This is an optimization exercise on Yosys and OpenROAD, whose aim is small area, a short achievable clock period and few clock cycles, not a production implementation.
In this exercise RTL edits were held to simulation tests only and were not proved equivalent to the original.

==> design/flow/design.v <==
module ck_unit (
    input  wire [31:0] rl,
    input  wire [31:0] pl,
    input  wire [23:1] q,
    input  wire [23:0] dat,      
    input  wire [1:0]  cnt,
    output wire [31:0] rl_out
);
    wire [23:0] hi = (cnt == 2'd3 ? rl[31:8] :
                      cnt == 2'd2 ? {8'd0, rl[31:16]} : {16'd0, rl[31:24]}) ^ dat;
    wire [31:0] lo = cnt == 2'd3 ? {rl[7:0], 24'd0} :
                     cnt == 2'd2 ? {rl[15:0], 16'd0} : {rl[23:0], 8'd0};
    wire [23:0] qq = {q, 1'b1};
    wire [23:0] quo;
    genvar i, j, b;
    generate
        for (i = 0; i < 24; i = i + 1) begin : g_quo
            wire [23-i:0] t;
            for (j = 0; j <= 23 - i; j = j + 1) begin : g_t
                assign t[j] = qq[j] & hi[i+j];
            end
            assign quo[i] = ^t;
        end
        for (b = 0; b < 32; b = b + 1) begin : g_prod
            localparam integer N = (b < 24) ? b + 1 : 24;
            wire [N-1:0] t;
            for (j = 0; j < N; j = j + 1) begin : g_t
                assign t[j] = quo[j] & pl[b-j];
            end
            assign rl_out[b] = lo[b] ^ (^t);
        end
    endgenerate
endmodule
module ck_qinv (
    input  wire [31:0] pl,
    output wire [23:1] q
);
    function [23:0] pmul(input [23:0] a, input [23:0] b);
        integer k, m;
        reg [23:0] t;
        begin
            for (k = 0; k < 24; k = k + 1) begin
                t = 24'd0;
                for (m = 0; m <= k; m = m + 1)
                    t[m] = a[m] & b[k-m];
                pmul[k] = ^t;
            end
        end
    endfunction
    reg [23:0] f0, f1, f2, f3, f4;
    integer k;
    always @* begin
        f0 = 24'd1; f1 = 24'd1; f2 = 24'd1; f3 = 24'd1; f4 = 24'd1;
        for (k = 1; k < 24; k = k + 1) begin
            f0[k] = pl[32-k];
            if (2*k < 24) f1[2*k] = pl[32-k];
            if (4*k < 24) f2[4*k] = pl[32-k];
            if (8*k < 24) f3[8*k] = pl[32-k];
            if (16*k < 24) f4[16*k] = pl[32-k];
        end
    end
    wire [23:0] p01  = pmul(f0, f1);
    wire [23:0] p234 = pmul(pmul(f2, f3), f4);
    wire [23:0] qf   = pmul(p01, p234);
    assign q = qf[23:1];
endmodule
module chk_block (
    input  wire        clk,
    input  wire        rst,
    input  wire        req_valid,
    output wire        req_ready,
    input  wire [1:0]  req_op,
    input  wire [5:0]  req_addr,
    input  wire [2:0]  req_tenant,
    input  wire [31:0] req_wdata,
    input  wire [5:0]  wv_width,
    input  wire        wv_refin,
    input  wire        wv_refout,
    input  wire [2:0]  wv_fowner,
    input  wire [31:0] wv_poly,
    input  wire [31:0] wv_init,
    input  wire [31:0] wv_xorout,
    input  wire [31:0] wv_ref,
    output reg         rsp_valid,
    output reg  [1:0]  rsp_status,
    output wire [31:0] rsp_rdata
);
    localparam S_IDLE = 3'd0, S_PREP = 3'd1, S_FOLD = 3'd2, S_CMP = 3'd3, S_RFIN = 3'd4;
    localparam K_RUNW = 2'd0, K_FEED = 2'd1, K_CTRL = 2'd2;
    function [31:0] rev32(input [31:0] x);
        integer i;
        for (i = 0; i < 32; i = i + 1) rev32[i] = x[31-i];
    endfunction
    function [7:0] rev8(input [7:0] x);
        integer i;
        for (i = 0; i < 8; i = i + 1) rev8[i] = x[7-i];
    endfunction
    function [31:0] wmask(input [5:0] w);
        wmask = (w >= 6'd32) ? 32'hFFFF_FFFF : ((32'd1 << w) - 32'd1);
    endfunction
    function [31:0] vword(input [31:0] r, input [31:0] xl, input ro);
        vword = ro ? rev32(r ^ xl) : (r ^ xl);
    endfunction
    reg        u_def [0:3];
    reg [5:0]  u_w   [0:3];
    reg        u_ri  [0:3];
    reg        u_ro  [0:3];
    reg [2:0]  u_fo  [0:3];
    reg [31:0] u_pl  [0:3];
    reg [31:0] u_il  [0:3];
    reg [31:0] u_xl  [0:3];
    reg [31:0] u_rl  [0:3];
    reg [23:1] u_q   [0:3];
    reg [5:0]  s_w;
    reg        s_ri, s_ro;
    reg [2:0]  s_fo;
    reg [31:0] s_pl, s_il, s_xl, s_ref, s_run;
    reg [23:1] s_q;
    reg        s_bad;
    reg        s_isref;      
    reg [1:0]  s_u;          
    reg [1:0]  fcnt;
    reg        s_val;        
    reg [23:0] d_dat;
    reg [1:0]  d_cnt;
    reg [2:0]  state;
    reg        p_do;
    reg [1:0]  p_kind;
    reg [1:0]  p_u;
    reg [31:0] o_word;
    reg [11:0] o_sh;
    function [11:0] shdec(input [4:0] n);
        begin
            shdec = 12'd0;
            shdec[8 + n[4:3]] = 1'b1;
            shdec[n[2:0]] = 1'b1;
        end
    endfunction
    reg [31:0] sh_mid, sh_out;
    integer i2, j2;
    always @* begin
        for (i2 = 0; i2 < 32; i2 = i2 + 1) begin
            sh_mid[i2] = 1'b0;
            for (j2 = 0; j2 < 4; j2 = j2 + 1)
                if (i2 + 8*j2 < 32) sh_mid[i2] = sh_mid[i2] | (o_sh[8+j2] & o_word[i2+8*j2]);
        end
        for (i2 = 0; i2 < 32; i2 = i2 + 1) begin
            sh_out[i2] = 1'b0;
            for (j2 = 0; j2 < 8; j2 = j2 + 1)
                if (i2 + j2 < 32) sh_out[i2] = sh_out[i2] | (o_sh[j2] & sh_mid[i2+j2]);
        end
    end
    assign rsp_rdata = sh_out;
    assign req_ready = (state == S_IDLE);
    wire accept = req_valid && (state == S_IDLE);
    wire [1:0] u = req_addr[5:4];
    wire [3:0] r = req_addr[3:0];
    wire        m_def = u_def[u];
    wire [5:0]  m_w   = u_w[u];
    wire        m_ri  = u_ri[u];
    wire        m_ro  = u_ro[u];
    wire [2:0]  m_fo  = u_fo[u];
    wire [31:0] m_pl  = u_pl[u];
    wire [31:0] m_il  = u_il[u];
    wire [31:0] m_xl  = u_xl[u];
    wire [31:0] m_rl  = u_rl[u];
    wire [23:1] m_q   = u_q[u];
    wire [11:0] u_shd [0:3];
    genvar gu;
    generate
        for (gu = 0; gu < 4; gu = gu + 1) begin : g_shd
            assign u_shd[gu] = shdec(5'd0 - u_w[gu][4:0]);
        end
    endgenerate
    wire [11:0] m_sh  = u_shd[u];
    wire [2:0]  m_foe = m_def ? m_fo : 3'd7;
    wire allowed = (req_tenant == 3'd4) || (req_tenant == m_foe);
    function [23:0] chk_bytes(input [1:0] n, input ri);
        begin
            case (n)
            2'd0:    chk_bytes = {8'h31, 8'h32, 8'h33};
            2'd1:    chk_bytes = {8'h34, 8'h35, 8'h36};
            default: chk_bytes = {8'h37, 8'h38, 8'h39};
            endcase
            if (ri) chk_bytes = {rev8(chk_bytes[23:16]), rev8(chk_bytes[15:8]),
                                 rev8(chk_bytes[7:0])};
        end
    endfunction
    function [23:0] feed_bytes(input [25:0] wd, input ri);
        reg [7:0] b0, b1, b2;
        begin
            b0 = ri ? rev8(wd[7:0])   : wd[7:0];
            b1 = ri ? rev8(wd[15:8])  : wd[15:8];
            b2 = ri ? rev8(wd[23:16]) : wd[23:16];
            case (wd[25:24])
            2'd3:    feed_bytes = {b0, b1, b2};
            2'd2:    feed_bytes = {8'd0, b0, b1};
            default: feed_bytes = {16'd0, b0};
            endcase
        end
    endfunction
    wire [31:0] fold_out;
    ck_unit u_eng (
        .rl(s_run), .pl(s_pl), .q(s_q), .dat(d_dat), .cnt(d_cnt), .rl_out(fold_out)
    );
    wire [4:0]  st_s  = 5'd0 - s_w[4:0];
    wire [31:0] shl_in = (state == S_PREP) ? s_pl : s_ref;
    wire [31:0] shl_out = shl_in << st_s;
    wire [31:0] new_rl = (p_kind == K_RUNW) ? shl_out :
                         (p_kind == K_CTRL) ? s_il : fold_out;
    wire [23:1] prep_q;
    ck_qinv u_qinv (.pl(shl_out), .q(prep_q));
    wire        hazard = p_do && (p_u == u);
    wire [31:0] m_rle  = hazard ? new_rl : m_rl;
    wire [31:0] wv_mask = wmask(wv_width);
    wire static_ok =
        (wv_width >= 6'd3) && (wv_width <= 6'd32) && wv_poly[0] &&
        ((wv_poly   & ~wv_mask) == 32'd0) &&
        ((wv_init   & ~wv_mask) == 32'd0) &&
        ((wv_xorout & ~wv_mask) == 32'd0) &&
        ((wv_fowner <= 3'd4) || (wv_fowner == 3'd7));
    wire [31:0] s_mask = wmask(s_w);
    wire cmp_ok = !s_bad && ((s_run ^ s_xl) == s_ref);
    wire guarded_rd = (r == 4'h4) || (r == 4'h7);
    wire run_wr     = (r == 4'h4) || (r == 4'h5) || (r == 4'h6);
    reg [31:0] rd_word;
    reg [11:0] rd_sh;
    always @* begin
        rd_word = m_rl;
        rd_sh = 12'd0;
        case (r)
        4'h0: begin
            rd_word = {21'd0, m_foe, m_ro & m_def, m_ri & m_def, m_def ? m_w : 6'd0};
            rd_sh = shdec(5'd0);
        end
        4'h1: begin rd_word = m_pl; rd_sh = m_sh; end
        4'h2: begin rd_word = m_il; rd_sh = m_sh; end
        4'h3: begin rd_word = vword(32'd0, m_xl, m_ro); rd_sh = m_ro ? shdec(5'd0) : m_sh; end
        4'h4: begin rd_word = m_rl; rd_sh = m_sh; end
        4'h7: begin rd_word = vword(m_rl, m_xl, m_ro); rd_sh = m_ro ? shdec(5'd0) : m_sh; end
        default: ;
        endcase
        if ((!m_def && r != 4'h0) || (guarded_rd && !allowed) || r == 4'hD) rd_sh = 12'd0;
    end
    integer k;
    always @(posedge clk) begin
        if (rst) begin
            for (k = 0; k < 4; k = k + 1) u_def[k] <= 1'b0;
            state <= S_IDLE;
            rsp_valid <= 1'b0;
            p_do <= 1'b0;
        end else begin
            rsp_valid <= 1'b0;
            p_do <= 1'b0;
            case (state)
            S_IDLE: begin
                rsp_status <= 2'd0;
                if (accept) begin
                    if (req_op == 2'd0) begin
                        rsp_valid <= 1'b1;
                        if (guarded_rd && !allowed)
                            rsp_status <= 2'd1;
                        else if (guarded_rd && hazard) begin
                            rsp_valid <= 1'b0;
                            state <= S_RFIN;
                        end else if (r == 4'hD && m_def) begin
                            rsp_valid <= 1'b0;
                            state <= S_FOLD;
                        end
                    end else if (req_op == 2'd1) begin
                        rsp_valid <= 1'b1;
                        if (run_wr) begin
                            if (!allowed || !m_def || (r == 4'h5 && req_wdata[25:24] == 2'd0))
                                rsp_status <= 2'd1;
                            else
                                p_do <= (r != 4'h6) || req_wdata[0];
                        end
                    end else if (!static_ok) begin
                        rsp_valid <= 1'b1;
                        rsp_status <= 2'd2;
                    end else begin
                        state <= S_PREP;
                    end
                end
            end
            S_PREP: state <= S_FOLD;
            S_FOLD: if (fcnt == 2'd2) state <= s_isref ? S_RFIN : S_CMP;
            S_CMP: begin
                rsp_valid <= 1'b1;
                rsp_status <= cmp_ok ? 2'd0 : 2'd2;
                if (cmp_ok) u_def[s_u] <= 1'b1;
                state <= S_IDLE;
            end
            S_RFIN: begin
                rsp_valid <= 1'b1;
                rsp_status <= 2'd0;
                state <= S_IDLE;
            end
            default: state <= S_IDLE;
            endcase
        end
    end
    always @(posedge clk) begin
        if (p_do) u_rl[p_u] <= new_rl;
        o_word <= rd_word;
        o_sh <= 12'd0;
        s_run <= fold_out;
        d_dat <= chk_bytes(fcnt + 2'd1, s_ri);
        d_cnt <= 2'd3;
        case (state)
        S_IDLE: begin
            s_w   <= req_op[1] ? wv_width  : m_w;
            s_ri  <= req_op[1] ? wv_refin  : m_ri;
            s_ro  <= req_op[1] ? wv_refout : m_ro;
            s_pl  <= req_op[1] ? wv_poly   : m_pl;
            s_il  <= req_op[1] ? wv_init   : m_il;
            s_xl  <= req_op[1] ? wv_xorout : m_xl;
            s_ref <= req_op[1] ? wv_ref    : req_wdata;
            s_fo  <= wv_fowner;
            s_q   <= m_q;
            s_run <= r[3] ? m_il : m_rle;
            s_u   <= u;
            s_val <= r[0];
            s_isref <= !req_op[1];
            d_dat <= r[3] ? chk_bytes(2'd0, m_ri) : feed_bytes(req_wdata[25:0], m_ri);
            d_cnt <= r[3] ? 2'd3 : req_wdata[25:24];
            fcnt  <= 2'd0;
            p_kind <= (r == 4'h4) ? K_RUNW : (r == 4'h5) ? K_FEED : K_CTRL;
            p_u   <= u;
            if (req_op[1]) begin
                o_word <= rev32(wv_init);
                o_sh <= static_ok ? shdec(5'd0 - wv_width[4:0]) : 12'd0;
            end else begin
                o_word <= rd_word;
                o_sh <= req_op[0] ? 12'd0 : rd_sh;
            end
        end
        S_PREP: begin
            s_pl <= shl_out;
            s_q <= prep_q;
            s_il <= rev32(sh_out);
            s_run <= rev32(sh_out);
            o_word <= rev32(s_xl);
            o_sh <= shdec(st_s);
            d_dat <= chk_bytes(2'd0, s_ri);
        end
        S_FOLD: begin
            fcnt <= fcnt + 2'd1;
            if (!s_isref && fcnt == 2'd0) begin
                s_xl <= s_ro ? rev32(s_xl) : rev32(sh_out);
                s_ref <= s_ro ? rev32(s_ref) : shl_out;
                s_bad <= (s_ref & ~s_mask) != 32'd0;
            end
        end
        S_CMP: begin
            if (cmp_ok) begin
                u_w[s_u] <= s_w; u_ri[s_u] <= s_ri; u_ro[s_u] <= s_ro;
                u_fo[s_u] <= s_fo; u_pl[s_u] <= s_pl; u_il[s_u] <= s_il;
                u_xl[s_u] <= s_xl; u_rl[s_u] <= s_il; u_q[s_u] <= s_q;
            end
        end
        S_RFIN: begin
            o_word <= s_val ? vword(s_run, s_xl, s_ro) : s_run;
            o_sh <= shdec((s_ro && s_val) ? 5'd0 : st_s);
        end
        default: ;
        endcase
    end
endmodule
==> design/flow/flow/run.sh <==
#!/bin/bash
# Standard layout, with timing repair aimed at a tighter clock than the
# 20 ns constraint (repair stops once setup slack reaches the margin).
set -euo pipefail
bash standard.sh SETUP_SLACK_MARGIN=13.5 finish > standard.log 2>&1
==> design/flow/standard.sh <==
#!/bin/bash
# synth_recipe.tcl (not shown) runs the flow's synth.tcl, then flattens the netlist and writes it again
# the make line also repeats each setting of config.mk as NAME=value (left out here)
make -C /OpenROAD-flow-scripts/flow DESIGN_CONFIG=/design/flow/config.mk WORK_HOME=/design/flow/orfs CLKGATE_MAP_FILE= SYNTH_SCRIPT=/design/flow/synth_recipe.tcl "${@:-finish}"
==> design/flow/config.mk <==
export PLATFORM = sky130hd
export DESIGN_NAME = chk_block
export DESIGN_NICKNAME = chk_block
export VERILOG_FILES = /design/flow/design.v
export SDC_FILE = /design/flow/constraint.sdc
export NUM_CORES = 4
export LEC_CHECK = 0
export CAP_MARGIN = 20
export CORE_MARGIN = 2
export CORE_UTILIZATION = 30
export SLEW_MARGIN = 20
==> design/flow/constraint.sdc <==
create_clock -name core_clock -period 20.0 [get_ports {clk}]
set_input_delay 4.0000 -clock core_clock [delete_from_list [all_inputs] [get_ports {clk}]]
set_output_delay 4.0000 -clock core_clock [all_outputs]
set_load 0.01 [all_outputs]
==> results of run 1 <==
-- state kept, by name, summed over array words and instances, names as in the netlist, 6 cells and up --
register,count
d_dat,24
o_sh,12
o_word,32
s_il,32
s_pl,32
s_q,23
s_ref,32
s_run,32
s_w,6
s_xl,32
u_fo,12
u_il,128
u_pl,128
u_q,92
u_rl,128
u_w,24
u_xl,128
-- cells in the final DEF (no fill, tap or decap), drive strengths merged, types with 28 or more instances in the layout --
cell	synthesis	routed
o211ai	51	51
nand4	28	28
dfxtp	107	107
clkinv	3	34
clkdlybuf4s50	0	176
mux2	53	53
mux4	194	194
xor2	249	249
nand2b	56	56
nor2	294	294
a222oi	31	31
a31oi	83	83
nand3	91	91
xnor3	105	105
xnor2	607	607
and3	47	47
a21oi	276	276
a22o	36	36
edfxtp	825	825
o21ai	385	385
a22oi	138	138
ha	48	48
buf	171	514
nand2	1343	1343
mux2i	244	244
inv	61	73
a221oi	44	44
nor3	94	94
nor2b	36	36
a211oi	70	70
o221ai	37	37
o22ai	33	33
clkbuf	388	139
-- cell type report --
cell class                      instances  area, um^2  share of cell area
Clock inverter                         61         738             0.00942
Clock buffer                          133        2840              0.0363
Sequential cell                       932       26900               0.344
Timing Repair inverter                  2        13.8            0.000176
Antenna cell                           18        45.0            0.000575
Timing Repair Buffer                  713        6770              0.0863
Inverter                               64         284             0.00362
Multi-Input combinational cell       4952       37100               0.474
Tap cell                             2854        3570              0.0456
-- worst register-to-register path, delay by kind of cell, from the launching register on --
family	cells	cell delay [ps]
buffers and inverters	40	5020
multiplexers	1	260
AO/OA/AOI/OAI	3	380
AND/OR/NAND/NOR	3	350
flip-flops	1	410
-- kinds of logic (layout without fill, tap and decap cells) --
group	count (synthesis)	count (layout)
xor gates and xnor gates	963	963
AOI/OAI and AO/OA	1349	1349
muxes	491	491
adders and majority gates	48	48
buffers and inverters	623	973
DFF	932	932
and+or+nand+nor	2101	2101
other	0	18
-- routing by layer --
metal	up-vias	wire, um	track usage
met1	28900	117000	0.348
met5	-	218	0.00130
met4	26	27800	0.192
li1	24100	-	-
met3	1083	43600	0.0971
met2	4573	132000	0.398
-- repair_timing --
item	CTS	global route
setup endpoints to repair	123	103
endpoints found under the hold margin	0	0
gates cloned	9	3
resized for setup	321	184
setup buffers	223	67
pin swaps	90	77
-- worst paths after layout --
kind,endpoint,start,slack (ps),depth (start not counted)
worst max register to register,s_xl[29],o_sh[8],13330,47
worst max-delay path,rsp_valid,wv_init[17],12870,10
worst min register to register,u_il[0][29],s_il[29],530,0
worst min-delay path,u_il[0][29],s_il[29],530,0
-- metrics by stage --
step,setup WS (ps),hold WS [ps]
after floorplan,11500,459
after global placement,10450,494
after detailed placement,10560,511
after CTS,12940,520
after global routing,12820,546
final,12870,527
==> flow_summary.ini, run 1 <==
[clock_network]
insertion_delay_ps = 780
cts_tree = yes
path_clk_slew_ps = 60
cts_sinks = 932
postCtsHoldBufs = 0
cts_buffer_depth = 3
cts_buffers = 103
h-tree-depth = 3
clockRootBuffer = clkbuf_16

[detailed_routing]
firstDrtPassIters = 14
drtIter0Drc = 10300
vias = 58700
antenna_left = 0
post-route-drc-count = 0
routed_wl_um = 321000
via_per_inst = 6.04
wire_per_inst_um = 33.0

[timing]
drv_slew = 0
post-route-period-util = 0.357
rsz0062_at_grt = yes
finalHoldViolations = 0
max_freq_ghz = 0.140
setup_tns_ps = 0
max_slew_margin = 0.104
setup_viol = 0
min_period_ps = 7130
tightestPinTransition_ps = 1330
fin_skew_ps = 66.6

[synthesis]
synth_top_area_frac = 0.380
ys.flop_type = edfxtp_1
synth_compound_area_frac = 0.134
synthArstFlopShare = 0
ys_types = 96
synth_nets = 6740
synth_fa_ha_area_frac = 0.00921
yosysMostFrequentCell = nand2_1
synthTopCellsByCount = nand2_1, edfxtp_1, xnor2_1, clkbuf_1, o21ai_0
yosys.area.top_type = edfxtp_1
avgSynthCellArea_um2 = 10.0
synthSimpleGateAreaFrac = 0.136
synth-seq-cells = 932
synth_xor_area_frac = 0.153
synth_edf_count = 825
ys_warn_count = 2
synth_mux_area_frac = 0.114
synth_area_um2 = 65200
synth_top_family_by_area = XOR/XNOR gates
ys_seq_area_frac = 0.413
syn_inst = 6507
synth_area_leaders = edfxtp_1, xnor2_1, nand2_1

[global_routing]
grt_pass1_vias = 54400
overflow = 0
grt_max_degree = 110
grt_first_pass_wirelength_um = 438000
antenna_found_initial = 36
grt_usage = 0.278

[floorplanning]
die_h_um = 470
fp-row-count = 171
initial_utilization = 0.301
die-width_um = 470
die_area_um2 = 221000
core_area_um2 = 217000
io_pins = 221

[placement]
numPlacedInstances = 9215
hpwl_um = 220000
gp_congestion = 1.02
place_area_um2 = 70600
portBuffers = 220

[cells_and_area]
final_cells = 9729
layout-drive-gt1-share = 0.179
fillers = 21200
syn2layout_area_growth_pct = 20.2
final_area_um2 = 78400
fin_nets = 7001
utilization = 0.362

[critical_path]
worstSetupPathType = in2reg
cp-end-kind = flip-flop
path_cells = clkdlybuf4s50_1, nor3_1, o22ai_2, a2111oi_4, a41oi_2, or4_4, nor2_4, buf_6, a211oi_2, o31a_1
max_stage_delay_ps = 950
cp-start-kind = input pin
path_delay_family = simple AND/OR/NAND/NOR gates
critPathBufInv = 2
crit_path_top_delay_cell = nor3_1
worstPathArrival_ps = 7750
crit_fanout = 3
required_ps = 20610

[run_status]
status = no timing/DRC/antenna violations

[job]
max_cap_viol_count = 0

[min_path]
hold_class = reg2reg
Testbench counts, summed over its fixed seeds: cycles 6,540.
==> inputs of run 2 (changes only) <==
--- a/design/flow/design.v
+++ b/design/flow/design.v
@@ -98,3 +98,4 @@
     function [31:0] wmask(input [5:0] w);
-        wmask = (w >= 6'd32) ? 32'hFFFF_FFFF : ((32'd1 << w) - 32'd1);
+        integer i;
+        for (i = 0; i < 32; i = i + 1) wmask[i] = (w > i);
     endfunction
@@ -108,3 +109,3 @@
     reg [2:0]  u_fo  [0:3];
-    reg [31:0] u_pl  [0:3];
+    reg [8:0]  u_pl  [0:3];      
     reg [31:0] u_il  [0:3];
@@ -122,3 +123,3 @@
     reg [1:0]  fcnt;
-    reg        s_val;        
+    reg [1:0]  s_rd;         
     reg [23:0] d_dat;
@@ -162,3 +163,3 @@
     wire [2:0]  m_fo  = u_fo[u];
-    wire [31:0] m_pl  = u_pl[u];
+    wire [8:0]  m_pl  = u_pl[u];
     wire [31:0] m_il  = u_il[u];
@@ -203,3 +204,3 @@
     ck_unit u_eng (
-        .rl(s_run), .pl(s_pl), .q(s_q), .dat(d_dat), .cnt(d_cnt), .rl_out(fold_out)
+        .rl(s_run), .pl(e_pl), .q(s_q), .dat(d_dat), .cnt(d_cnt), .rl_out(fold_out)
     );
@@ -210,4 +211,19 @@
                          (p_kind == K_CTRL) ? s_il : fold_out;
-    wire [23:1] prep_q;
-    ck_qinv u_qinv (.pl(shl_out), .q(prep_q));
+    reg  [31:0] qv_in;
+    integer j1;
+    always @* begin
+        qv_in = shl_out;
+        if (state != S_PREP) begin
+            qv_in[8:0] = 9'd0;
+            for (j1 = 1; j1 < 24; j1 = j1 + 1) qv_in[32-j1] = s_q[j1];
+        end
+    end
+    wire [23:1] qv_out;
+    ck_qinv u_qinv (.pl(qv_in), .q(qv_out));
+    wire [23:1] prep_q = qv_out;
+    reg  [31:0] e_pl;        
+    always @* begin
+        e_pl = {23'd0, s_pl[8:0]};
+        for (j1 = 1; j1 < 24; j1 = j1 + 1) e_pl[32-j1] = qv_out[j1];
+    end
     wire        hazard = p_do && (p_u == u);
@@ -217,5 +233,3 @@
         (wv_width >= 6'd3) && (wv_width <= 6'd32) && wv_poly[0] &&
-        ((wv_poly   & ~wv_mask) == 32'd0) &&
-        ((wv_init   & ~wv_mask) == 32'd0) &&
-        ((wv_xorout & ~wv_mask) == 32'd0) &&
+        (((wv_poly | wv_init | wv_xorout) & ~wv_mask) == 32'd0) &&
         ((wv_fowner <= 3'd4) || (wv_fowner == 3'd7));
@@ -235,3 +249,3 @@
         end
-        4'h1: begin rd_word = m_pl; rd_sh = m_sh; end
+        4'h1: ;      
         4'h2: begin rd_word = m_il; rd_sh = m_sh; end
@@ -242,3 +256,4 @@
         endcase
-        if ((!m_def && r != 4'h0) || (guarded_rd && !allowed) || r == 4'hD) rd_sh = 12'd0;
+        if ((!m_def && r != 4'h0) || (guarded_rd && !allowed) || r == 4'hD || r == 4'h1)
+            rd_sh = 12'd0;
     end
@@ -265,2 +280,5 @@
                             state <= S_RFIN;
+                        end else if (r == 4'h1 && m_def) begin
+                            rsp_valid <= 1'b0;
+                            state <= S_RFIN;
                         end else if (r == 4'hD && m_def) begin
@@ -314,3 +332,3 @@
             s_ro  <= req_op[1] ? wv_refout : m_ro;
-            s_pl  <= req_op[1] ? wv_poly   : m_pl;
+            s_pl  <= req_op[1] ? wv_poly   : {23'd0, m_pl};
             s_il  <= req_op[1] ? wv_init   : m_il;
@@ -322,3 +340,3 @@
             s_u   <= u;
-            s_val <= r[0];
+            s_rd  <= (r == 4'h1) ? 2'd2 : {1'b0, r[0]};
             s_isref <= !req_op[1];
@@ -357,3 +375,3 @@
                 u_w[s_u] <= s_w; u_ri[s_u] <= s_ri; u_ro[s_u] <= s_ro;
-                u_fo[s_u] <= s_fo; u_pl[s_u] <= s_pl; u_il[s_u] <= s_il;
+                u_fo[s_u] <= s_fo; u_pl[s_u] <= s_pl[8:0]; u_il[s_u] <= s_il;
                 u_xl[s_u] <= s_xl; u_rl[s_u] <= s_il; u_q[s_u] <= s_q;
@@ -362,4 +380,8 @@
         S_RFIN: begin
-            o_word <= s_val ? vword(s_run, s_xl, s_ro) : s_run;
-            o_sh <= shdec((s_ro && s_val) ? 5'd0 : st_s);
+            case (s_rd)
+            2'd0:    o_word <= s_run;
+            2'd1:    o_word <= vword(s_run, s_xl, s_ro);
+            default: o_word <= e_pl;
+            endcase
+            o_sh <= shdec((s_ro && s_rd == 2'd1) ? 5'd0 : st_s);
         end
==> flow_summary.ini, run 2 <==
[run_status]
status = no timing/DRC/antenna violations

[critical_path]
cp-end-kind = flip-flop
worst-path-stages = 29
crit_path_top_delay_cell = mux4_2
rr_worst_depth = 29
crit_fanout = 19
crit_path_frequent_cell = buf_4
r2r-start = s_w[0]
r2r_end = u_rl[3][25]
critPathBufInv = 8
crit_end = u_rl[3][25]
worstSetupPathType = reg2reg
cp-start-kind = flip-flop
required_ps = 20490
path_delay_family = XOR/XNOR gates
worstPathArrival_ps = 7530
max_stage_delay_ps = 500
r2r_slack_ps = 12960
crit_start = s_w[0]

[detailed_routing]
drtIter0Drc = 9775
vias = 58300
wire_per_inst_um = 35.4
firstDrtPassIters = 8
post-route-drc-count = 0
routed_wl_um = 331000
via_per_inst = 6.25
antenna_left = 0

[synthesis]
ys_warn_count = 2
synth_area_leaders = edfxtp_1, xnor2_1, nand2_1
ys_types = 100
yosys.area.top_type = edfxtp_1
synthArstFlopShare = 0
synth-seq-cells = 841
yosysMostFrequentCell = nand2_1
ys.flop_type = edfxtp_1
avgSynthCellArea_um2 = 9.78
synth_nets = 6483
synth_edf_count = 734
synth_area_um2 = 61200
syn_inst = 6258
synth_top_area_frac = 0.360
synthTopCellsByCount = nand2_1, edfxtp_1, xnor2_1, nor2_1, clkbuf_1
ys_seq_area_frac = 0.395

[cells_and_area]
layout_common_cells = nand2_1, edfxtp_1, xnor2_1, nor2_1, buf_4
syn2layout_area_growth_pct = 24.4
final_cells = 9334
layout_commonest_cell = nand2_1
fin_nets = 6791
final_area_um2 = 76100
largest_registers = u_il (128), u_rl (128), u_xl (128)
layout-drive-gt1-share = 0.218

[timing]
fin_skew_ps = 34.3
min_period_ps = 7040
max_freq_ghz = 0.142
rsz0062_at_grt = yes
drv_slew = 0
setup_tns_ps = 0
finalHoldViolations = 0
post-route-period-util = 0.352
tightestPinTransition_ps = 1300
hold_slack_ps = 522
max_slew_margin = 0.133
setup_viol = 0

[placement]
numPlacedInstances = 8841
gp_congestion = 1.07
place_area_um2 = 67200
portBuffers = 220
hpwl_um = 222000

[clock_network]
h-tree-depth = 3
path_clk_slew_ps = 60
clockRootBuffer = clkbuf_16
insertion_delay_ps = 760
cts_sinks = 841
cts_buffers = 95
cts_buffer_depth = 3
cts_tree = yes

[floorplanning]
initial_utilization = 0.302
die_area_um2 = 208000
core_area_um2 = 203000
fp-row-count = 165
die-width_um = 456
io_pins = 221
die_h_um = 456

[global_routing]
overflow = 0
grt_pass1_vias = 53700
grt_first_pass_wirelength_um = 449000
antenna_found_initial = 36
grt_usage = 0.305
grt_max_degree = 89

[min_path]
min_from = s_fo[1]
hold_class = reg2reg

[job]
max_cap_viol_count = 0
-- run 2: cell count changes in the layout (fill, tap and decap cells not counted), sizes merged, moves of 24 or more --
cell and change:
a211oi +24, a22oi -34, clkdlybuf4s50 -24, edfxtp -91
nand2 -221, nor2 +161, nor2b +45, nor3 -28
o21ai -85, xnor2 +83, xnor3 -24, xor2 -53
-- run 2: through the flow --
step,setup slack (ps),util
5_1_grt,12810,0.376
6_report,12960,0.376
3_5_place_dp,10070,0.332
2_1_floorplan,12400,-
4_1_cts,13090,0.368
3_3_place_gp,10230,0.331
-- run 2: how the worst min path moves through the flow --
stage | to | slack, ps | cells after the start
floorplan | u_fo[0][0] | 460 | 0
global placement | u_fo[3][1] | 470 | 0
detailed placement | u_fo[2][1] | 490 | 0
CTS | u_fo[2][1] | 520 | 0
global route | u_fo[2][1] | 540 | 0
finish | u_fo[2][1] | 520 | 0
-- run 2: cells by family (layout without fill, tap and decap cells) --
group	count (synthesis)	after routing	synth area share
compound gates	1289	1289	0.142
xor+xnor	969	971	0.158
fa+ha+maj	40	40	0.00817
buf+inv	576	958	0.0376
flops	841	841	0.395
mux	479	481	0.115
other cells	0	16	0
simple gates	2064	2066	0.145
-- run 2: per-layer routing --
layer  up-vias  GRT usage  part of all wire
li1      23300          -                 -
met1     28500      0.363              0.34
met2      5022      0.439              0.41
met3      1416      0.114              0.14
met4        38      0.251              0.11
met5         -          0           0.00079
-- run 2: cell type report --
type | instances | area (um^2)
fill | 19700 | 126000
multi-input combinational | 4847 | 37900
sequential | 841 | 24200
timing repair buffer | 711 | 7120
tap | 2672 | 3340
clock buffer | 121 | 2540
clock inverter | 56 | 588
inverter | 69 | 335
antenna | 16 | 40.0
timing repair inverter | 1 | 16.3
-- run 2: what timing repair did --
action | 4_1_cts | 5_1_grt
hold buffers | 0 | 0
pin swaps | 139 | 141
hold endpoints to repair | 0 | 0
resized for setup | 496 | 293
buffers inserted | 203 | 65
cloned | 25 | 6
endpoints found under the setup margin | 229 | 212
Testbench counts of run 2, summed over its fixed seeds: cycles 6,554.
==> inputs of run 3 (changes only) <==
--- a/design/flow/design.v
+++ b/design/flow/design.v
@@ -207,3 +207,3 @@
     wire [4:0]  st_s  = 5'd0 - s_w[4:0];
-    wire [31:0] shl_in = (state == S_PREP) ? s_pl : s_ref;
+    wire [31:0] shl_in = (state == S_PREP) ? s_il : s_ref;
     wire [31:0] shl_out = shl_in << st_s;
@@ -214,3 +214,3 @@
     always @* begin
-        qv_in = shl_out;
+        qv_in = rev32(sh_out);
         if (state != S_PREP) begin
@@ -228,3 +228,4 @@
     end
-    wire        hazard = p_do && (p_u == u);
+    wire [3:0]  hz = {4{p_do}} & (4'd1 << p_u);
+    wire        hazard = hz[u];
     wire [31:0] m_rle  = hazard ? new_rl : m_rl;
@@ -348,3 +349,3 @@
             if (req_op[1]) begin
-                o_word <= rev32(wv_init);
+                o_word <= rev32(wv_poly);
                 o_sh <= static_ok ? shdec(5'd0 - wv_width[4:0]) : 12'd0;
@@ -356,6 +357,6 @@
         S_PREP: begin
-            s_pl <= shl_out;
+            s_pl <= rev32(sh_out);
             s_q <= prep_q;
-            s_il <= rev32(sh_out);
-            s_run <= rev32(sh_out);
+            s_il <= shl_out;
+            s_run <= shl_out;
             o_word <= rev32(s_xl);
==> flow_summary.ini, run 3 <==
[run_status]
status = no timing/DRC/antenna violations

[clock_network]
path_clk_slew_ps = 60
cts_buffer_depth = 3
postCtsHoldBufs = 0
cts_tree = yes
insertion_delay_ps = 770
cts_buffers = 90
h-tree-depth = 3
clockRootBuffer = clkbuf_16
cts_sinks = 818

[floorplanning]
io_pins = 221
die-width_um = 448
core_area_um2 = 197000
die_h_um = 448
fp-row-count = 163
die_area_um2 = 201000
initial_utilization = 0.301

[timing]
post-route-period-util = 0.344
hold_slack_ps = 509
max_slew_margin = 0.0774
finalHoldViolations = 0
rsz0062_at_grt = yes
max_freq_ghz = 0.145
setup_tns_ps = 0
min_period_ps = 6880
fin_skew_ps = 68.8
tightestPinTransition_ps = 1380
setup_viol = 0
drv_slew = 0

[global_routing]
grt_usage = 0.301
grt_max_degree = 109
grt_first_pass_wirelength_um = 422000
antenna_found_initial = 24
overflow = 0
grt_pass1_vias = 50600

[detailed_routing]
via_per_inst = 6.01
vias = 54400
drtIter0Drc = 8042
post-route-drc-count = 0
firstDrtPassIters = 10
routed_wl_um = 312000
antenna_left = 0
wire_per_inst_um = 34.5

[critical_path]
required_ps = 16000
r2r_end = u_rl[2][23]
crit_fanout = 11
worstPathArrival_ps = 2880
r2r_slack_ps = 13450
cp-end-kind = primary output
worstSetupPathType = reg2out
rr_worst_depth = 30
cp-start-kind = flip-flop
r2r-start = o_sh[9]

[synthesis]
ys_seq_area_frac = 0.397
ys.flop_type = edfxtp_1
synth_edf_count = 711
avgSynthCellArea_um2 = 9.79
yosysMostFrequentCell = nand2_1
ys_warn_count = 2
yosys.area.top_type = edfxtp_1
synthArstFlopShare = 0
synth_nets = 6278
synth_area_um2 = 59200
ys_types = 96
syn_inst = 6051
synth_area_leaders = edfxtp_1, xnor2_1, nand2_1
synth_top_area_frac = 0.360
synthTopCellsByCount = nand2_1, edfxtp_1, xnor2_1, nor2_1, clkbuf_1
synth-seq-cells = 818

[min_path]
hold_class = reg2reg
min_path_cells = 0
min_from = s_fo[0]
hold_end = u_fo[2][0]

[placement]
gp_congestion = 1.08
hpwl_um = 216000
portBuffers = 220

[cells_and_area]
syn2layout_area_growth_pct = 21.3
largest_registers = u_il (128), u_rl (128), u_xl (128)
layout-drive-gt1-share = 0.183
layout_commonest_cell = nand2_1
fin_nets = 6537
fillers = 19500
layout_common_cells = nand2_1, edfxtp_1, xnor2_1, nor2_1, buf_4

[job]
max_cap_viol_count = 0
[run 3: worst max-delay path by stage]
stage,startpoint,to,slack [ps],cells past startpoint
5_1_grt,o_sh[9],rsp_rdata[2],13140,7
2_1_floorplan,s_xl[12],u_def[1],12560,10
6_report,o_sh[9],rsp_rdata[2],13120,7
3_3_place_gp,o_sh[9],u_rl[1][22],11350,25
3_5_place_dp,state[1],u_rl[0][22],11240,25
4_1_cts,o_sh[10],rsp_rdata[1],13170,6
[run 3: area by class of cell]
class / count / area [um^2] / area share
Inverter: 93 / 392 / 0.00545
Clock inverter: 57 / 672 / 0.00935
Antenna cell: 12 / 30.0 / 0.000418
Clock buffer: 112 / 2370 / 0.0329
Timing Repair inverter: 1 / 5.00 / 0.0000696
Sequential cell: 818 / 23500 / 0.327
Timing Repair Buffer: 646 / 6180 / 0.0860
Multi-Input combinational cell: 4660 / 35400 / 0.492
Tap cell: 2640 / 3300 / 0.0460
[run 3: repair_timing]
action                                  in CTS  in global routing
pin swaps                                   95                129
endpoints found under the setup margin     212                170
setup buffers                              138                 71
resized for setup                          431                207
gates cloned                                14                  3
[run 3: kinds of logic (layout without fill, tap and decap cells)]
kind of cell    count (synthesis)  in the layout  synth area share
xor+xnor                      961            962             0.168
other cells                     0             12                 0
buf+inv                       577            909            0.0382
simple gates                 1883           1884             0.136
flops                         818            818             0.397
mux                           450            452             0.108
fa+ha+maj                      44             44           0.00921
compound gates               1318           1318             0.144
[run 3: critical path: stages (launching register included)]
cell and delay [ps]:
dfxtp_4 430, buf_12 190, a222oi_1 330, buf_4 230, o22ai_2 90, a211o_1 320
or2_4 360, buf_6 160
[run 3: layer usage]
layer  wire [um]  vias up  track usage
met4       33300       12        0.252
met5         109        -            0
met3       32300     1164       0.0782
met1      111000    27000        0.356
li1            -    22400            -
met2      136000     3788        0.460
[run 3: stage by stage]
stage / cells / worst slack [ps] / instance area, um^2 / utilization
after floorplan: 6051 / 12560 / 59400 / -
after CTS: 8951 / 13170 / 70300 / 0.357
after global routing: 9030 / 13140 / 71800 / 0.365
after global placement: 8629 / 11350 / 64600 / 0.328
final: 9039 / 13120 / 71900 / 0.365
after detailed placement: 8630 / 11240 / 64700 / 0.329
Testbench counts of run 3, summed over its fixed seeds: cycles 6,554.
==> inputs of run 4 (changes only) <==
--- a/design/flow/config.mk
+++ b/design/flow/config.mk
@@ -9,3 +9,4 @@
 export CORE_MARGIN = 2
-export CORE_UTILIZATION = 30
+export CORE_UTILIZATION = 45
+export CTS_BUF_LIST = sky130_fd_sc_hd__clkbuf_4 sky130_fd_sc_hd__clkbuf_8
 export SLEW_MARGIN = 20
==> flow_summary.ini, run 4 <==
[synthesis]
syn_inst = 6051
synth_edf_count = 711
ys_warn_count = 2
yosys.area.top_type = edfxtp_1
synth_area_um2 = 59200
synth-seq-cells = 818
synth_fa_ha_area_frac = 0.00921
synth_nets = 6278
synth_top_area_frac = 0.360
synthTopCellsByCount = nand2_1, edfxtp_1, xnor2_1, nor2_1, clkbuf_1
ys_types = 96
avgSynthCellArea_um2 = 9.79
ys.flop_type = edfxtp_1
synth_mux_area_frac = 0.108
yosysMostFrequentCell = nand2_1
ys_seq_area_frac = 0.397
synth_area_leaders = edfxtp_1, xnor2_1, nand2_1
synthSimpleGateAreaFrac = 0.136
synth_xor_area_frac = 0.168
synthArstFlopShare = 0
synth_compound_area_frac = 0.144
synth_top_family_by_area = XOR/XNOR gates

[detailed_routing]
routed_wl_um = 288000
wire_per_inst_um = 34.8
post-route-drc-count = 0
vias = 54900
via_per_inst = 6.64
antenna_left = 0
firstDrtPassIters = 9
drtIter0Drc = 10200

[critical_path]
r2r_end = s_run[30]
r2r-start = o_sh[9]
r2r_slack_ps = 13170
worstPathArrival_ps = 3020
crit_fanout = 6
cp-end-kind = primary output
required_ps = 16000
cp-start-kind = flip-flop
worstSetupPathType = reg2out
rr_worst_depth = 26

[floorplanning]
die_area_um2 = 135000
fp-row-count = 133
core_area_um2 = 131000
initial_utilization = 0.452
io_pins = 221
die-width_um = 367
die_h_um = 367

[cells_and_area]
layout_commonest_cell = nand2_1
seqCellArea_um2 = 23500
final_area_um2 = 70900
fin_nets = 6614
final_cells = 8274
utilization = 0.541
multi_input_comb_area_um2 = 35400
layout-drive-gt1-share = 0.200
largest_registers = u_il (128), u_rl (128), u_xl (128)
fillers = 11700
syn2layout_area_growth_pct = 19.8
layout_common_cells = nand2_1, edfxtp_1, xnor2_1, nor2_1, buf_4

[clock_network]
insertion_delay_ps = 900
cts_buffer_depth = 3
path_clk_slew_ps = 70
postCtsHoldBufs = 0
h-tree-depth = 4
cts_sinks = 818
clockRootBuffer = clkbuf_8
cts_buffers = 146
cts_tree = yes

[placement]
place_area_um2 = 63400
hpwl_um = 203000
numPlacedInstances = 7730
gp_congestion = 1.06
portBuffers = 220

[timing]
fin_skew_ps = 59.6
rsz0062_at_grt = yes
finalHoldViolations = 0
max_freq_ghz = 0.142
hold_slack_ps = 514
min_period_ps = 7020
max_slew_margin = 0.121
setup_tns_ps = 0
setup_viol = 0
tightestPinTransition_ps = 1310
post-route-period-util = 0.351
drv_slew = 0

[global_routing]
grt_usage = 0.412
antenna_found_initial = 15
grt_pass1_vias = 50000
grt_max_degree = 82
overflow = 0
grt_first_pass_wirelength_um = 394000

[min_path]
min_path_cells = 0
hold_class = reg2reg
min_from = s_fo[1]
hold_end = u_fo[2][1]

[job]
max_cap_viol_count = 0

[run_status]
status = no timing/DRC/antenna violations
==> run 4: worst max-delay path by stage <==
stage / to / cells past startpoint / startpoint
3_3_place_gp: state[0] / 13 / wv_init[17]
4_1_cts: rsp_rdata[8] / 8 / o_sh[9]
2_1_floorplan: u_def[1] / 10 / s_xl[12]
5_1_grt: rsp_rdata[8] / 8 / o_sh[9]
3_5_place_dp: u_rl[0][22] / 29 / state[1]
6_report: rsp_rdata[11] / 7 / o_sh[9]
==> run 4: timing repair <==
action,in CTS,in global routing
gates cloned,8,6
gates resized for setup,347,287
endpoints found under the hold margin,0,0
setup buffers,152,97
endpoints found under the setup margin,193,158
pin swaps,96,159
==> run 4: stage by stage <==
step,setup slack (ps)
after floorplan,12560
after global placement,11670
after detailed placement,11700
after CTS,13010
after global routing,12950
final,12980
==> run 4: cells by family after synthesis <==
family                   after synthesis
AO/OA/AOI/OAI                       1318
flip-flops                           818
buffers and inverters                577
XOR/XNOR                             961
AND/OR/NAND/NOR                     1883
multiplexers                         450
adder cells (fa/ha/maj)               44
==> run 4: final cells by class <==
| cell class | instances | area share |
|---|---|---|
| diodes | 9 | 0.000317 |
| multi-input cells | 4656 | 0.500 |
| well taps | 1755 | 0.0310 |
| clock inverters | 75 | 0.00848 |
| repair buffers | 672 | 0.0889 |
| inverters | 93 | 0.00552 |
| flip-flops and latches | 818 | 0.332 |
| clock buffers | 196 | 0.0347 |
==> run 4: metal layers <==
metal | up-vias | routed length (um) | track usage
met1 | 27000 | 109000 | 0.561
met3 | 879 | 44000 | 0.147
li1 | 22500 | - | -
met4 | 15 | 18500 | 0.204
met5 | - | 518 | 0.00677
met2 | 4535 | 116000 | 0.575
==> run 4: worst max-delay path: stages (launching register included) <==
cell and delay (ps):
dfxtp_4 390, buf_6 140, buf_16 120, a22o_4 270, buf_12 130, a222oi_1 370, or4b_4 540, buf_6 140
==> inputs of run 5 (changes only) <==
==> design/flow/flow/run.sh (replaced) <==
#!/bin/bash
# Standard layout, with timing repair aimed at a tighter clock than the
# 20 ns constraint (repair stops once setup slack reaches the margin), and
# plain buffers (not delay cells) on the ports.
set -euo pipefail
bash standard.sh SETUP_SLACK_MARGIN=13.5 "BUFFER_PORTS_ARGS=-buffer_cell sky130_fd_sc_hd__buf_2" finish > standard.log 2>&1
--- a/design/flow/config.mk
+++ b/design/flow/config.mk
@@ -9,4 +9,3 @@
 export CORE_MARGIN = 2
-export CORE_UTILIZATION = 45
-export CTS_BUF_LIST = sky130_fd_sc_hd__clkbuf_4 sky130_fd_sc_hd__clkbuf_8
+export CORE_UTILIZATION = 30
 export SLEW_MARGIN = 20
==> flow_summary.ini, run 5 <==
[run_status]
status = no timing/DRC/antenna violations

[synthesis]
syn_inst = 6051
synth_xor_area_frac = 0.168
synth_fa_ha_area_frac = 0.00921
synthSimpleGateAreaFrac = 0.136
avgSynthCellArea_um2 = 9.79
synthTopCellsByCount = nand2_1, edfxtp_1, xnor2_1, nor2_1, clkbuf_1
synthArstFlopShare = 0
synth_nets = 6278
synth_top_family_by_area = XOR/XNOR gates
synth_area_leaders = edfxtp_1, xnor2_1, nand2_1
ys_warn_count = 2
synth_compound_area_frac = 0.144
synth-seq-cells = 818
ys_types = 96
yosys.area.top_type = edfxtp_1
ys.flop_type = edfxtp_1
yosysMostFrequentCell = nand2_1
synth_top_area_frac = 0.360
ys_seq_area_frac = 0.397
synth_mux_area_frac = 0.108
synth_edf_count = 711
synth_area_um2 = 59200

[cells_and_area]
utilization = 0.357
layout-drive-gt1-share = 0.199
layout_common_cells = nand2_1, edfxtp_1, xnor2_1, nor2_1, buf_4
layout_commonest_cell = nand2_1
syn2layout_area_growth_pct = 18.5
largest_registers = u_il (128), u_rl (128), u_xl (128)
fillers = 19600
final_area_um2 = 70200
fin_nets = 6517

[timing]
setup_viol = 0
rsz0062_at_grt = yes
finalHoldViolations = 0
fin_skew_ps = 44.7
drv_slew = 0
post-route-period-util = 0.343
tightestPinTransition_ps = 1290
max_freq_ghz = 0.146
min_period_ps = 6850
hold_slack_ps = 500
setup_tns_ps = 0
max_slew_margin = 0.141

[detailed_routing]
antenna_left = 0
vias = 54400
routed_wl_um = 318000
wire_per_inst_um = 35.3
drtIter0Drc = 8412
firstDrtPassIters = 8
post-route-drc-count = 0
via_per_inst = 6.03

[global_routing]
grt_pass1_vias = 50500
overflow = 0
antenna_found_initial = 35
grt_first_pass_wirelength_um = 429000
grt_max_degree = 81
grt_usage = 0.308

[clock_network]
cts_buffers = 94
h-tree-depth = 3
path_clk_slew_ps = 70
cts_tree = yes
cts_sinks = 818
insertion_delay_ps = 790
cts_buffer_depth = 3
clockRootBuffer = clkbuf_16

[floorplanning]
die-width_um = 448
core_area_um2 = 197000
die_h_um = 448
die_area_um2 = 201000
io_pins = 221
fp-row-count = 163
initial_utilization = 0.301

[critical_path]
worstPathArrival_ps = 2850
rr_worst_depth = 27
max_stage_delay_ps = 590
crit_path_top_delay_cell = or4b_4
cp-end-kind = primary output
path_cells = buf_12, a222oi_1, buf_4, o22ai_1, or4b_4, buf_6
worstSetupPathType = reg2out
crit_fanout = 7
cp-start-kind = flip-flop
required_ps = 16000

[min_path]
hold_class = reg2reg
min_path_cells = 0

[job]
max_cap_viol_count = 0

[placement]
place_area_um2 = 63700
hpwl_um = 221000
gp_congestion = 1.08
portBuffers = 220
-- run 5: cell counts after synthesis --
Identical to the previous run, type by type.
-- run 5: per-stage QoR --
step	std cells	setup WS, ps
2_1_floorplan	6051	12560
3_3_place_gp	8644	11200
3_5_place_dp	8645	11110
4_1_cts	8940	13160
5_1_grt	9010	13110
6_report	9022	13150
-- run 5: repair_timing --
action | in CTS | in global routing
endpoints found under the setup margin | 194 | 162
gates cloned | 15 | 3
hold buffers | 0 | 0
setup buffers | 106 | 64
pin swaps | 71 | 78
gates resized for setup | 234 | 96
-- run 5: area by class of cell --
type / instances / area [um^2] / area share
antenna: 14 / 35.0 / 0.000499
clock buffer: 110 / 2510 / 0.0357
clock inverter: 64 / 642 / 0.00914
inverter: 93 / 389 / 0.00554
multi-input combinational: 4657 / 34800 / 0.496
sequential: 818 / 23500 / 0.335
tap: 2640 / 3300 / 0.0471
timing repair buffer: 622 / 4930 / 0.0702
timing repair inverter: 4 / 27.5 / 0.000392
-- run 5: cell families (layout without fill, tap and decap cells) --
| family | count (synthesis) | in the layout |
|---|---|---|
| AO/OA/AOI/OAI | 1318 | 1318 |
| XOR/XNOR | 961 | 961 |
| adder cells (fa/ha/maj) | 44 | 44 |
| buffers and inverters | 577 | 893 |
| flip-flops | 818 | 818 |
| multiplexers | 450 | 451 |
| other | 0 | 14 |
| AND/OR/NAND/NOR | 1883 | 1883 |
-- run 5: per-layer routing --
metal,global-route usage,vias up,wire length (um)
li1,-,22300,-
met1,0.362,26900,111000
met2,0.469,3974,138000
met3,0.0841,1166,35600
met4,0.251,32,33100
met5,0.000241,-,246
-- run 5: path summary, 6_finish.rpt --
path | start | to | slack, ps
hold / removal | s_fo[2] | u_fo[2][2] | 500
hold reg to reg | s_fo[2] | u_fo[2][2] | 500
setup reg to reg | o_sh[8] | u_rl[0][22] | 13550
setup / recovery | o_sh[9] | rsp_rdata[11] | 13150
-- run 5: critical path, delay by kind of cell (launching register included) --
family | cells | cell delay (ps)
AO/OA/AOI/OAI | 2 | 460
buffers and inverters | 3 | 590
flip-flops | 1 | 440
AND/OR/NAND/NOR | 1 | 590
==> inputs of run 6 (changes only) <==
--- a/design/flow/design.v
+++ b/design/flow/design.v
@@ -131,3 +131,3 @@
     reg [31:0] o_word;
-    reg [11:0] o_sh;
+    reg [7:0]  o_sh;
     function [11:0] shdec(input [4:0] n);
@@ -139,3 +139,13 @@
     endfunction
-    reg [31:0] sh_mid, sh_out;
+    function [31:0] cshift(input [31:0] x, input [11:0] sh);
+        integer i, j;
+        begin
+            for (i = 0; i < 32; i = i + 1) begin
+                cshift[i] = 1'b0;
+                for (j = 0; j < 4; j = j + 1)
+                    if (i + 8*j < 32) cshift[i] = cshift[i] | (sh[8+j] & x[i+8*j]);
+            end
+        end
+    endfunction
+    reg [31:0] sh_out;
     integer i2, j2;
@@ -143,10 +153,5 @@
         for (i2 = 0; i2 < 32; i2 = i2 + 1) begin
-            sh_mid[i2] = 1'b0;
-            for (j2 = 0; j2 < 4; j2 = j2 + 1)
-                if (i2 + 8*j2 < 32) sh_mid[i2] = sh_mid[i2] | (o_sh[8+j2] & o_word[i2+8*j2]);
-        end
-        for (i2 = 0; i2 < 32; i2 = i2 + 1) begin
             sh_out[i2] = 1'b0;
             for (j2 = 0; j2 < 8; j2 = j2 + 1)
-                if (i2 + j2 < 32) sh_out[i2] = sh_out[i2] | (o_sh[j2] & sh_mid[i2+j2]);
+                if (i2 + j2 < 32) sh_out[i2] = sh_out[i2] | (o_sh[j2] & o_word[i2+j2]);
         end
@@ -232,2 +237,3 @@
     wire [31:0] wv_mask = wmask(wv_width);
+    wire [11:0] wv_shd = shdec(5'd0 - wv_width[4:0]);
     wire static_ok =
@@ -260,2 +266,6 @@
     end
+    wire [31:0] rf_word = (s_rd == 2'd0) ? s_run :
+                          (s_rd == 2'd1) ? vword(s_run, s_xl, s_ro) : e_pl;
+    wire [11:0] rf_sh   = shdec((s_ro && s_rd == 2'd1) ? 5'd0 : st_s);
+    wire [11:0] st_shd  = shdec(st_s);
     integer k;
@@ -310,2 +320,3 @@
                 if (cmp_ok) u_def[s_u] <= 1'b1;
+                p_do <= cmp_ok;
                 state <= S_IDLE;
@@ -324,3 +335,3 @@
         o_word <= rd_word;
-        o_sh <= 12'd0;
+        o_sh <= 8'd0;
         s_run <= fold_out;
@@ -349,7 +360,7 @@
             if (req_op[1]) begin
-                o_word <= rev32(wv_poly);
-                o_sh <= static_ok ? shdec(5'd0 - wv_width[4:0]) : 12'd0;
+                o_word <= cshift(rev32(wv_poly), wv_shd);
+                o_sh <= static_ok ? wv_shd[7:0] : 8'd0;
             end else begin
-                o_word <= rd_word;
-                o_sh <= req_op[0] ? 12'd0 : rd_sh;
+                o_word <= cshift(rd_word, rd_sh);
+                o_sh <= req_op[0] ? 8'd0 : rd_sh[7:0];
             end
@@ -361,4 +372,4 @@
             s_run <= shl_out;
-            o_word <= rev32(s_xl);
-            o_sh <= shdec(st_s);
+            o_word <= cshift(rev32(s_xl), st_shd);
+            o_sh <= st_shd[7:0];
             d_dat <= chk_bytes(2'd0, s_ri);
@@ -377,12 +388,10 @@
                 u_fo[s_u] <= s_fo; u_pl[s_u] <= s_pl[8:0]; u_il[s_u] <= s_il;
-                u_xl[s_u] <= s_xl; u_rl[s_u] <= s_il; u_q[s_u] <= s_q;
+                u_xl[s_u] <= s_xl; u_q[s_u] <= s_q;
             end
+            p_kind <= K_CTRL;
+            p_u <= s_u;
         end
         S_RFIN: begin
-            case (s_rd)
-            2'd0:    o_word <= s_run;
-            2'd1:    o_word <= vword(s_run, s_xl, s_ro);
-            default: o_word <= e_pl;
-            endcase
-            o_sh <= shdec((s_ro && s_rd == 2'd1) ? 5'd0 : st_s);
+            o_word <= cshift(rf_word, rf_sh);
+            o_sh <= rf_sh[7:0];
         end
==> flow_summary.ini, run 6 <==
[clock_network]
cts_buffer_depth = 3
cts_tree = yes
insertion_delay_ps = 750
h-tree-depth = 3
postCtsHoldBufs = 0
cts_sinks = 816
clockRootBuffer = clkbuf_16
path_clk_slew_ps = 60
cts_buffers = 91

[synthesis]
synth_area_leaders = edfxtp_1, xnor2_1, nand2_1
synth_compound_area_frac = 0.152
yosys.area.top_type = edfxtp_1
synth_mux_area_frac = 0.108
synth_nets = 6415
synth_top_family_by_area = XOR/XNOR gates
ys_types = 100
ys_seq_area_frac = 0.389
syn_inst = 6188
synth_fa_ha_area_frac = 0.00904
synth-seq-cells = 816
ys_warn_count = 2
synthSimpleGateAreaFrac = 0.140
synthTopCellsByCount = nand2_1, edfxtp_1, xnor2_1, nor2_1, clkbuf_1
synth_area_um2 = 60300
synth_edf_count = 713
synth_top_area_frac = 0.355
synthArstFlopShare = 0
avgSynthCellArea_um2 = 9.75
synth_xor_area_frac = 0.163
yosysMostFrequentCell = nand2_1
ys.flop_type = edfxtp_1

[placement]
hpwl_um = 216000
gp_congestion = 1.04
numPlacedInstances = 8753
portBuffers = 220

[cells_and_area]
fin_nets = 6493
layout-drive-gt1-share = 0.167
largest_registers = u_il (128), u_rl (128), u_xl (128)
syn2layout_area_growth_pct = 15.2
seqCellArea_um2 = 23500
layout_commonest_cell = nand2_1
utilization = 0.348
final_cells = 9008
fillers = 20200
layout_common_cells = nand2_1, edfxtp_1, xnor2_1, nor2_1, o21ai_0
multi_input_comb_area_um2 = 35500

[critical_path]
max_stage_delay_ps = 800
critPathBufInv = 5
path_cells = buf_16, buf_16, buf_4, buf_4, buf_12, mux4_2, xor2_1, o21ai_0, o221ai_1, a221o_1, a21oi_2, o32ai_2, o22ai_1, nor2_1
crit_fanout = 12
required_ps = 20650
cp-start-kind = input pin
cp-end-kind = flip-flop
path_delay_family = compound AO/OA/AOI/OAI gates
worstPathArrival_ps = 7400
crit_path_top_delay_cell = o221ai_1
worstSetupPathType = in2reg

[floorplanning]
initial_utilization = 0.302
fp-row-count = 164
io_pins = 221
die_h_um = 452
core_area_um2 = 200000
die_area_um2 = 205000
die-width_um = 452

[timing]
rsz0062_at_grt = yes
hold_slack_ps = 498
tightestPinTransition_ps = 1300
max_slew_margin = 0.132
setup_viol = 0
finalHoldViolations = 0
min_period_ps = 6750
post-route-period-util = 0.337
setup_tns_ps = 0
drv_slew = 0
max_freq_ghz = 0.148
fin_skew_ps = 45.0

[min_path]
hold_class = reg2reg

[detailed_routing]
via_per_inst = 6.16
vias = 55500
antenna_left = 0
post-route-drc-count = 0
firstDrtPassIters = 12
drtIter0Drc = 9768
routed_wl_um = 304000
wire_per_inst_um = 33.7

[global_routing]
grt_pass1_vias = 50100
grt_first_pass_wirelength_um = 414000
grt_max_degree = 109
overflow = 0
antenna_found_initial = 23
grt_usage = 0.285

[job]
max_cap_viol_count = 0

[run_status]
status = no timing/DRC/antenna violations
==> run 6: changes by cell type after synthesis, moves of 18 or more <==
cell / before / now
buf_1: 64 / 94
a31oi_1: 98 / 72
a21oi_1: 318 / 260
and2_1: 15 / 40
xor2_1: 202 / 181
nor2_1: 592 / 574
a22o_1: 33 / 12
a222oi_1: 29 / 10
mux2i_1: 245 / 267
a22oi_1: 91 / 167
nand4_1: 11 / 35
a221o_1: 4 / 29
a221oi_1: 13 / 65
==> run 6: final cells by class <==
type,count,area share
multi-input cells,4771,0.511
flip-flops and latches,816,0.338
repair buffers,501,0.0547
well taps,2656,0.0478
clock buffers,112,0.0354
clock inverters,54,0.00769
inverters,85,0.00504
diodes,13,0.000468
==> run 6: cell families after synthesis <==
logic type | count (synthesis)
compound gates | 1364
flops | 816
fa+ha+maj | 44
buf+inv | 603
mux | 465
simple gates | 1948
xor+xnor | 948
==> run 6: layer usage <==
metal	share of wire	wire length (um)	track usage	vias up
met2	0.41	126000	0.412	4390
met5	0.00035	107	0	-
met4	0.065	19700	0.147	16
met3	0.13	40200	0.0835	830
li1	-	-	-	22700
met1	0.39	118000	0.384	27500
==> run 6: metrics by stage <==
stage          cell area, um^2  setup WS (ps)
2_1_floorplan            60700          12890
3_3_place_gp             64800          11090
3_5_place_dp             64800          11180
4_1_cts                  68900          13500
5_1_grt                  69500          13240
6_report                 69500          13250
==> run 6: what timing repair did <==
item	CTS	global route
resized for setup	89	55
gates cloned	14	1
buffers inserted	38	22
endpoints found under the hold margin	0	0
pin swaps	19	25
setup endpoints to repair	193	131
==> run 6: path summary, 6_finish.rpt <==
check	from	endpoint	slack [ps]	cells past startpoint
max	req_addr[4]	o_word[13]	13250	14
min	s_fo[2]	u_fo[0][2]	500	0
max reg2reg	state[1]	u_rl[1][24]	13590	20
min reg2reg	s_fo[2]	u_fo[0][2]	500	0
Testbench counts of run 6, summed over its fixed seeds: cycles 6,567.
==> inputs of run 7 (changes only) <==
--- a/design/flow/config.mk
+++ b/design/flow/config.mk
@@ -10,2 +10,4 @@
 export CORE_UTILIZATION = 30
+export CTS_CLUSTER_DIAMETER = 70
+export CTS_CLUSTER_SIZE = 30
 export SLEW_MARGIN = 20
==> flow_summary.ini, run 7 <==
[clock_network]
h-tree-depth = 3
insertion_delay_ps = 750
cts_tree = yes
postCtsHoldBufs = 0
cts_buffers = 66
cts_sinks = 816
clockRootBuffer = clkbuf_16
path_clk_slew_ps = 80
cts_buffer_depth = 3

[floorplanning]
die-width_um = 452
die_h_um = 452
fp-row-count = 164
core_area_um2 = 200000
die_area_um2 = 205000
initial_utilization = 0.302
io_pins = 221

[placement]
portBuffers = 220
hpwl_um = 216000
gp_congestion = 1.04

[detailed_routing]
wire_per_inst_um = 33.7
via_per_inst = 6.17
routed_wl_um = 303000
vias = 55300
firstDrtPassIters = 14
antenna_left = 0
post-route-drc-count = 0
drtIter0Drc = 9718

[timing]
setup_tns_ps = 0
setup_viol = 0
max_freq_ghz = 0.151
min_period_ps = 6630
max_slew_margin = 0.142
tightestPinTransition_ps = 1280
drv_slew = 0
post-route-period-util = 0.331
rsz0062_at_grt = yes
finalHoldViolations = 0
fin_skew_ps = 50.5

[global_routing]
grt_usage = 0.283
grt_max_degree = 109
overflow = 0
grt_pass1_vias = 49600
grt_first_pass_wirelength_um = 411000
antenna_found_initial = 22

[synthesis]
synth_nets = 6415
ys_warn_count = 2
synth-seq-cells = 816
synth_edf_count = 713
synthArstFlopShare = 0
yosysMostFrequentCell = nand2_1
ys.flop_type = edfxtp_1
synth_area_um2 = 60300
ys_seq_area_frac = 0.389
synthTopCellsByCount = nand2_1, edfxtp_1, xnor2_1, nor2_1, clkbuf_1
ys_types = 100
yosys.area.top_type = edfxtp_1
synth_top_area_frac = 0.355
avgSynthCellArea_um2 = 9.75
synth_area_leaders = edfxtp_1, xnor2_1, nand2_1
syn_inst = 6188

[job]
max_cap_viol_count = 0

[cells_and_area]
fin_nets = 6474
layout-drive-gt1-share = 0.168
layout_commonest_cell = nand2_1
syn2layout_area_growth_pct = 14.7
largest_registers = u_il (128), u_rl (128), u_xl (128)
layout_common_cells = nand2_1, edfxtp_1, xnor2_1, nor2_1, o21ai_0

[min_path]
hold_class = reg2reg
min_from = s_fo[2]
hold_end = u_fo[3][2]
min_path_cells = 0

[critical_path]
max_stage_delay_ps = 740
path_cells = buf_16, buf_4, buf_6, mux4_2, xnor2_1, nor2_1, a21oi_1, o221ai_2, a221oi_2, nand2_1, a221oi_2, o21ai_1
path_delay_family = compound AO/OA/AOI/OAI gates
r2r_slack_ps = 13560
r2r_end = u_rl[2][20]
worstPathArrival_ps = 7180
critPathBufInv = 3
r2r-start = state[1]
worstSetupPathType = in2reg
cp-start-kind = input pin
crit_path_top_delay_cell = mux4_2
crit_fanout = 14
crit_path_frequent_cell = a221oi_2
cp-end-kind = flip-flop
required_ps = 20560
rr_worst_depth = 20

[run_status]
status = no timing/DRC/antenna violations

[power]
run 7: changes by cell type in the layout (fill, tap and decap cells not counted), moves of 6 or more:
cell	delta
buf_6	+7
clkbuf_1	-10
clkbuf_16	-26
clkbuf_8	-6
clkinv_1	-11
clkinv_2	-12
clkinv_8	+6
inv_12	+6
inv_16	+6
o221ai_1	-9
o221ai_2	+9
run 7: area by class of cell:
cell class / instances / area, um^2
fillers: 20200 / 131000
well taps: 2656 / 3320
repair buffers: 506 / 3860
inverters: 85 / 350
clock inverters: 53 / 793
multi-input cells: 4772 / 35600
diodes: 12 / 30.0
flip-flops and latches: 816 / 23500
clock buffers: 69 / 1680
run 7: cell families (layout without fill, tap and decap cells):
| kind of cell | count (synthesis) | after routing | share of synthesized area |
|---|---|---|---|
| other | 0 | 12 | 0 |
| AO/OA/AOI/OAI | 1364 | 1366 | 0.152 |
| XOR/XNOR | 948 | 948 | 0.163 |
| flip-flops | 816 | 816 | 0.389 |
| multiplexers | 465 | 466 | 0.108 |
| buffers and inverters | 603 | 713 | 0.0396 |
| AND/OR/NAND/NOR | 1948 | 1948 | 0.140 |
| adder cells (fa/ha/maj) | 44 | 44 | 0.00904 |
run 7: worst max-delay path by stage:
stage | cells after the start | from | endpoint | slack [ps]
final | 12 | req_addr[4] | o_word[11] | 13370
after global routing | 17 | req_addr[4] | o_word[10] | 13390
after CTS | 16 | req_addr[4] | o_word[8] | 13500
after detailed placement | 11 | req_addr[4] | o_word[8] | 11180
after global placement | 11 | req_addr[4] | o_word[8] | 11090
after floorplan | 11 | s_xl[5] | u_def[1] | 12890
run 7: what timing repair did:
action,4_1_cts,5_1_grt
cloned,13,4
setup endpoints to repair,193,132
pin swaps,11,47
setup buffers,31,33
gates resized for setup,81,92
run 7: worst reg2reg max path, delay by kind of cell (launching register included):
kind / cells / cell delay [ps]
compound gates: 1 / 360
simple gates: 4 / 1160
buf+inv: 5 / 870
xor+xnor: 9 / 3250
flops: 1 / 370
mux: 1 / 240
run 7: routing by layer:
layer | GRT usage | vias to the layer above | routed length, um
li1 | - | 22600 | -
met1 | 0.382 | 27500 | 117000
met2 | 0.408 | 4344 | 125000
met3 | 0.0818 | 842 | 39900
met4 | 0.150 | 16 | 20000
met5 | 0 | - | 213
run 7: through the flow:
step | area [um^2] | setup slack, ps | utilization | cells | hold slack, ps
3_5_place_dp | 64800 | 11180 | 0.324 | 8753 | 482
6_report | 69200 | 13370 | 0.346 | 8969 | 519
2_1_floorplan | 60700 | 12890 | - | 6188 | 459
4_1_cts | 68300 | 13500 | 0.342 | 8919 | 509
5_1_grt | 69200 | 13390 | 0.346 | 8960 | 538
3_3_place_gp | 64800 | 11090 | 0.324 | 8753 | 484

## re-timing with driven ports
How much do the figures lean on ideal ports? The routed layouts below were timed once more, with nothing changed but the port constraints.
Step 1, drivers: a clkbuf_16 drives clk and a buf_2 each remaining input, both assumed.
Step 2 times the ports against the registers' clock, not the clock port: input delays grow and output delays shrink by t, the midpoint of the rising clock arrivals with the driver on.
Three values: ideal ports, drivers, drivers and shift; two values: the first two.
run | shift t [ns] | setup WS [ns] | worst register clock-pin slew, ns | worst data-port slew with drivers (ns) | cell pins on the clock port's net
run 1 | 0.836 | 12.866 / 12.831 / 11.995 | 0.07 / 0.07 | 0.20 | 1
run 2 | 0.841 | 12.957 / 12.957 / 12.259 | 0.07 / 0.07 | 0.34 | 1
run 3 | 0.815 | 13.121 / 13.039 / 12.409 | 0.07 / 0.07 | 0.32 | 1
run 4 | 0.952 | 12.979 / 12.900 / 12.556 | 0.08 / 0.08 | 0.08 | 1
run 5 | 0.842 | 13.145 / 13.068 / 12.511 | 0.08 / 0.08 | 0.28 | 1
run 6 | 0.804 | 13.252 / 13.002 / 12.197 | 0.08 / 0.08 | 0.36 | 1
run 7 | 0.798 | 13.372 / 13.111 / 12.313 | 0.11 / 0.11 | 0.37 | 1
After both steps every run listed still meets setup and hold. The setup slack of run 7, which loses most, moves by -0.261 ns with the drivers and by -1.059 ns with both steps.
